Background: an optimization exercise with open tools, aiming at small area, a short achievable clock period and few clock cycles per item. Do not read the settings as production practice. Only simulation tests tie the RTL to the original design; equivalence was not proved. Power and IR drop assume default switching activity.

Design bqd_section, start of the top module:
module bqd_section (
    input  wire        clk,
    input  wire        rst,
    input  wire        in_valid,
    output wire        in_ready,
    input  wire [31:0] in_x,
    input  wire [31:0] in_b0,
    input  wire [31:0] in_b1,
    input  wire [31:0] in_b2,
    input  wire [31:0] in_a1,
    input  wire [31:0] in_a2,
    input  wire        in_bypass,
    output reg         out_valid,
    output reg  [31:0] out_y,
    output reg  [1:0]  out_sat
);
    reg  [4:0]  st;
    reg         rdy;         
    assign in_ready = rdy;
    reg  [31:0] op_a;
    reg  [15:0] bo, bt, ng;  
    reg         p_last;
    reg         pf0, pf1, pf2, pf3;
    reg  [31:0] x1, x2;      
    reg  [31:0] r1, r2;      
    reg         x1v, x2v, r1v, r2v;
    reg  [65:0] acs, acc;
    reg         c_valid;
    reg  [37:0] tq;          
    reg         r_valid;
    wire        byp = in_bypass;
    wire [31:0] a_sel = ({32{st[0] & ~byp}} & in_b0) |
                        ({32{st[1] & ~byp}} & in_b1) |
                        ({32{st[2] & ~byp}} & in_b2) |
                        ({32{st[3] & ~byp}} & in_a2) |
  ...
Size in the first run: roughly 3400 cells after synthesis, about 430 flip-flops, ~230 I/O pins, ~0.038 mm2 of cells after synthesis.
export LEC_CHECK = 0
export CAP_MARGIN = 20
export CORE_MARGIN = 2
export CORE_UTILIZATION = 70
export CTS_BUF_LIST = sky130_fd_sc_hd__clkbuf_8
export PLACE_DENSITY = 0.78
export SLEW_MARGIN = 20
create_clock -name core_clock -period 15.0 [get_ports {clk}]
standard.sh (not shown) runs the stock make flow with config.mk's settings and CLKGATE_MAP_FILE= SYNTH_SCRIPT=/design/flow/synth_recipe.tcl, a recipe that flattens the netlist after the stock synthesis.
==> flow/flow/run.sh <==
#!/bin/bash
# The standard ORFS layout with two changes:
# - Yosys's synth runs with -noabc, so the fine-grained netlist reaches
#   extract_fa before any ABC remapping and the adder tree maps to full-adder
#   cells without inverters between them. Registers, their names and cell
#   types are those of the standard synthesis.
# - every port still gets a buffer, but a plain buf_1 rather than the delay
#   buffer the resizer picks by default.
# - timing repair aims for 11 ns of setup slack, i.e. a 4 ns cycle; the
#   constraints and the clock period stay the design's.
set -euo pipefail
args=(SYNTH_ARGS=-noabc "BUFFER_PORTS_ARGS=-buffer_cell sky130_fd_sc_hd__buf_1" SETUP_SLACK_MARGIN=11.0)
bash standard.sh "${args[@]}" synth > synth.log 2>&1
bash standard.sh "${args[@]}" finish > layout.log 2>&1
Testbench counts at the start, summed over its fixed seeds: cycles 80,024, items 16,000.
Then changed:
==> flow/flow/run.sh (replaced) <==
#!/bin/bash
# The standard ORFS layout with two changes:
# - Yosys's synth runs with -noabc, so the fine-grained netlist reaches
#   extract_fa before any ABC remapping and the adder tree maps to full-adder
#   cells without inverters between them. Registers, their names and cell
#   types are those of the standard synthesis.
# - every port still gets a buffer, but a plain buf_2 rather than the delay
#   buffer the resizer picks by default.
# - timing repair aims for 10.7 ns of setup slack, i.e. a 4.3 ns cycle; the
#   constraints and the clock period stay the design's.
set -euo pipefail
args=(SYNTH_ARGS=-noabc "BUFFER_PORTS_ARGS=-buffer_cell sky130_fd_sc_hd__buf_2" SETUP_SLACK_MARGIN=10.7)
bash standard.sh "${args[@]}" synth > synth.log 2>&1
bash standard.sh "${args[@]}" finish > layout.log 2>&1
- routed wire length shrinks by 12%
- worst hold slack is better by 0.0035 ns
- worst setup slack is worse by 0.19 ns
- cell area shrinks by 6.6%
- first-iteration DRC count shrinks by 30%
- total power shrinks by 3.8%
- synthesized cell count does not change
- clock skew shrinks by 0.037 ns

* * *

Starting RTL as in the previous note.
export LEC_CHECK = 0
export CAP_MARGIN = 20
export CORE_MARGIN = 2
export CORE_UTILIZATION = 60
export PLACE_DENSITY = 0.7
export SLEW_MARGIN = 20
create_clock -name core_clock -period 15.0 [get_ports {clk}]
==> flow/flow/run.sh <==
#!/bin/bash
# The standard ORFS layout with two changes:
# - Yosys's synth runs with -noabc, so the fine-grained netlist reaches
#   extract_fa before any ABC remapping and the adder tree maps to full-adder
#   cells without inverters between them. Registers, their names and cell
#   types are those of the standard synthesis.
# - every port still gets a buffer, but a plain buf_2 rather than the delay
#   buffer the resizer picks by default.
# - timing repair aims for 11 ns of setup slack, i.e. a 4 ns cycle; the
#   constraints and the clock period stay the design's.
set -euo pipefail
args=(SYNTH_ARGS=-noabc "BUFFER_PORTS_ARGS=-buffer_cell sky130_fd_sc_hd__buf_2" SETUP_SLACK_MARGIN=11.0)
bash standard.sh "${args[@]}" synth > synth.log 2>&1
bash standard.sh "${args[@]}" finish > layout.log 2>&1
The first run passed the timing, DRC and antenna checks.
Testbench counts at the start, summed over its fixed seeds: cycles 80,024, items 16,000.
Change:
--- a/flow/flow/run.sh
+++ b/flow/flow/run.sh
@@ -6,3 +6,3 @@
 #   types are those of the standard synthesis.
-# - every port still gets a buffer, but a plain buf_2 rather than the delay
+# - every port still gets a buffer, but a plain buf_1 rather than the delay
 #   buffer the resizer picks by default.
@@ -11,3 +11,3 @@
 set -euo pipefail
-args=(SYNTH_ARGS=-noabc "BUFFER_PORTS_ARGS=-buffer_cell sky130_fd_sc_hd__buf_2" SETUP_SLACK_MARGIN=11.0)
+args=(SYNTH_ARGS=-noabc "BUFFER_PORTS_ARGS=-buffer_cell sky130_fd_sc_hd__buf_1" SETUP_SLACK_MARGIN=11.0)
 bash standard.sh "${args[@]}" synth > synth.log 2>&1
--- a/flow/config.mk
+++ b/flow/config.mk
@@ -9,4 +9,5 @@
 export CORE_MARGIN = 2
-export CORE_UTILIZATION = 60
-export PLACE_DENSITY = 0.7
+export CORE_UTILIZATION = 80
+export CTS_BUF_LIST = sky130_fd_sc_hd__clkbuf_8
+export PLACE_DENSITY = 0.86
 export SLEW_MARGIN = 20
=> The changed run ended with an error in global routing on GRT-0232; synthesized cell count is unchanged; synthesized area does not change.

what the ideal ports hide:
The results above use ideal ports. As a check the final layouts listed here were re-extracted and re-timed, cells and wires unchanged.
Step 1 (the two cells are an assumption about what drives the block):
set clk [get_ports {clk}]
set_driving_cell -lib_cell sky130_fd_sc_hd__clkbuf_16 $clk
set_driving_cell -lib_cell sky130_fd_sc_hd__buf_2 [delete_from_list [all_inputs] $clk]
Step 2 times the ports against the registers' clock, not the clock port: input delays grow and output delays shrink by t, the midpoint of the rising clock arrivals with the driver on.
Slacks: no drivers / after step 1 / after step 2; pairs: no drivers / after step 1.
run | t (ns) | slack for setup (ns) | worst hold slack (ns) | worst setup path at the end | latest minus earliest clock arrival (ns)
the first run of note 1 | 0.738 | 10.851 / 10.796 / 10.534 | 0.438 / 0.438 / 0.438 | input to register | 0.080 / 0.080
the second run of note 1 | 0.744 | 10.663 / 10.663 / 10.582 | 0.442 / 0.442 / 0.442 | input to register | 0.042 / 0.043
the first run of note 2 | 0.681 | 10.942 / 10.886 / 10.638 | 0.444 / 0.444 / 0.444 | input to register | 0.029 / 0.029
After both steps every run listed still meets setup and hold. For the first run of note 1, which loses most, drivers alone change the setup slack by -0.055 ns; drivers and shift together by -0.317 ns.
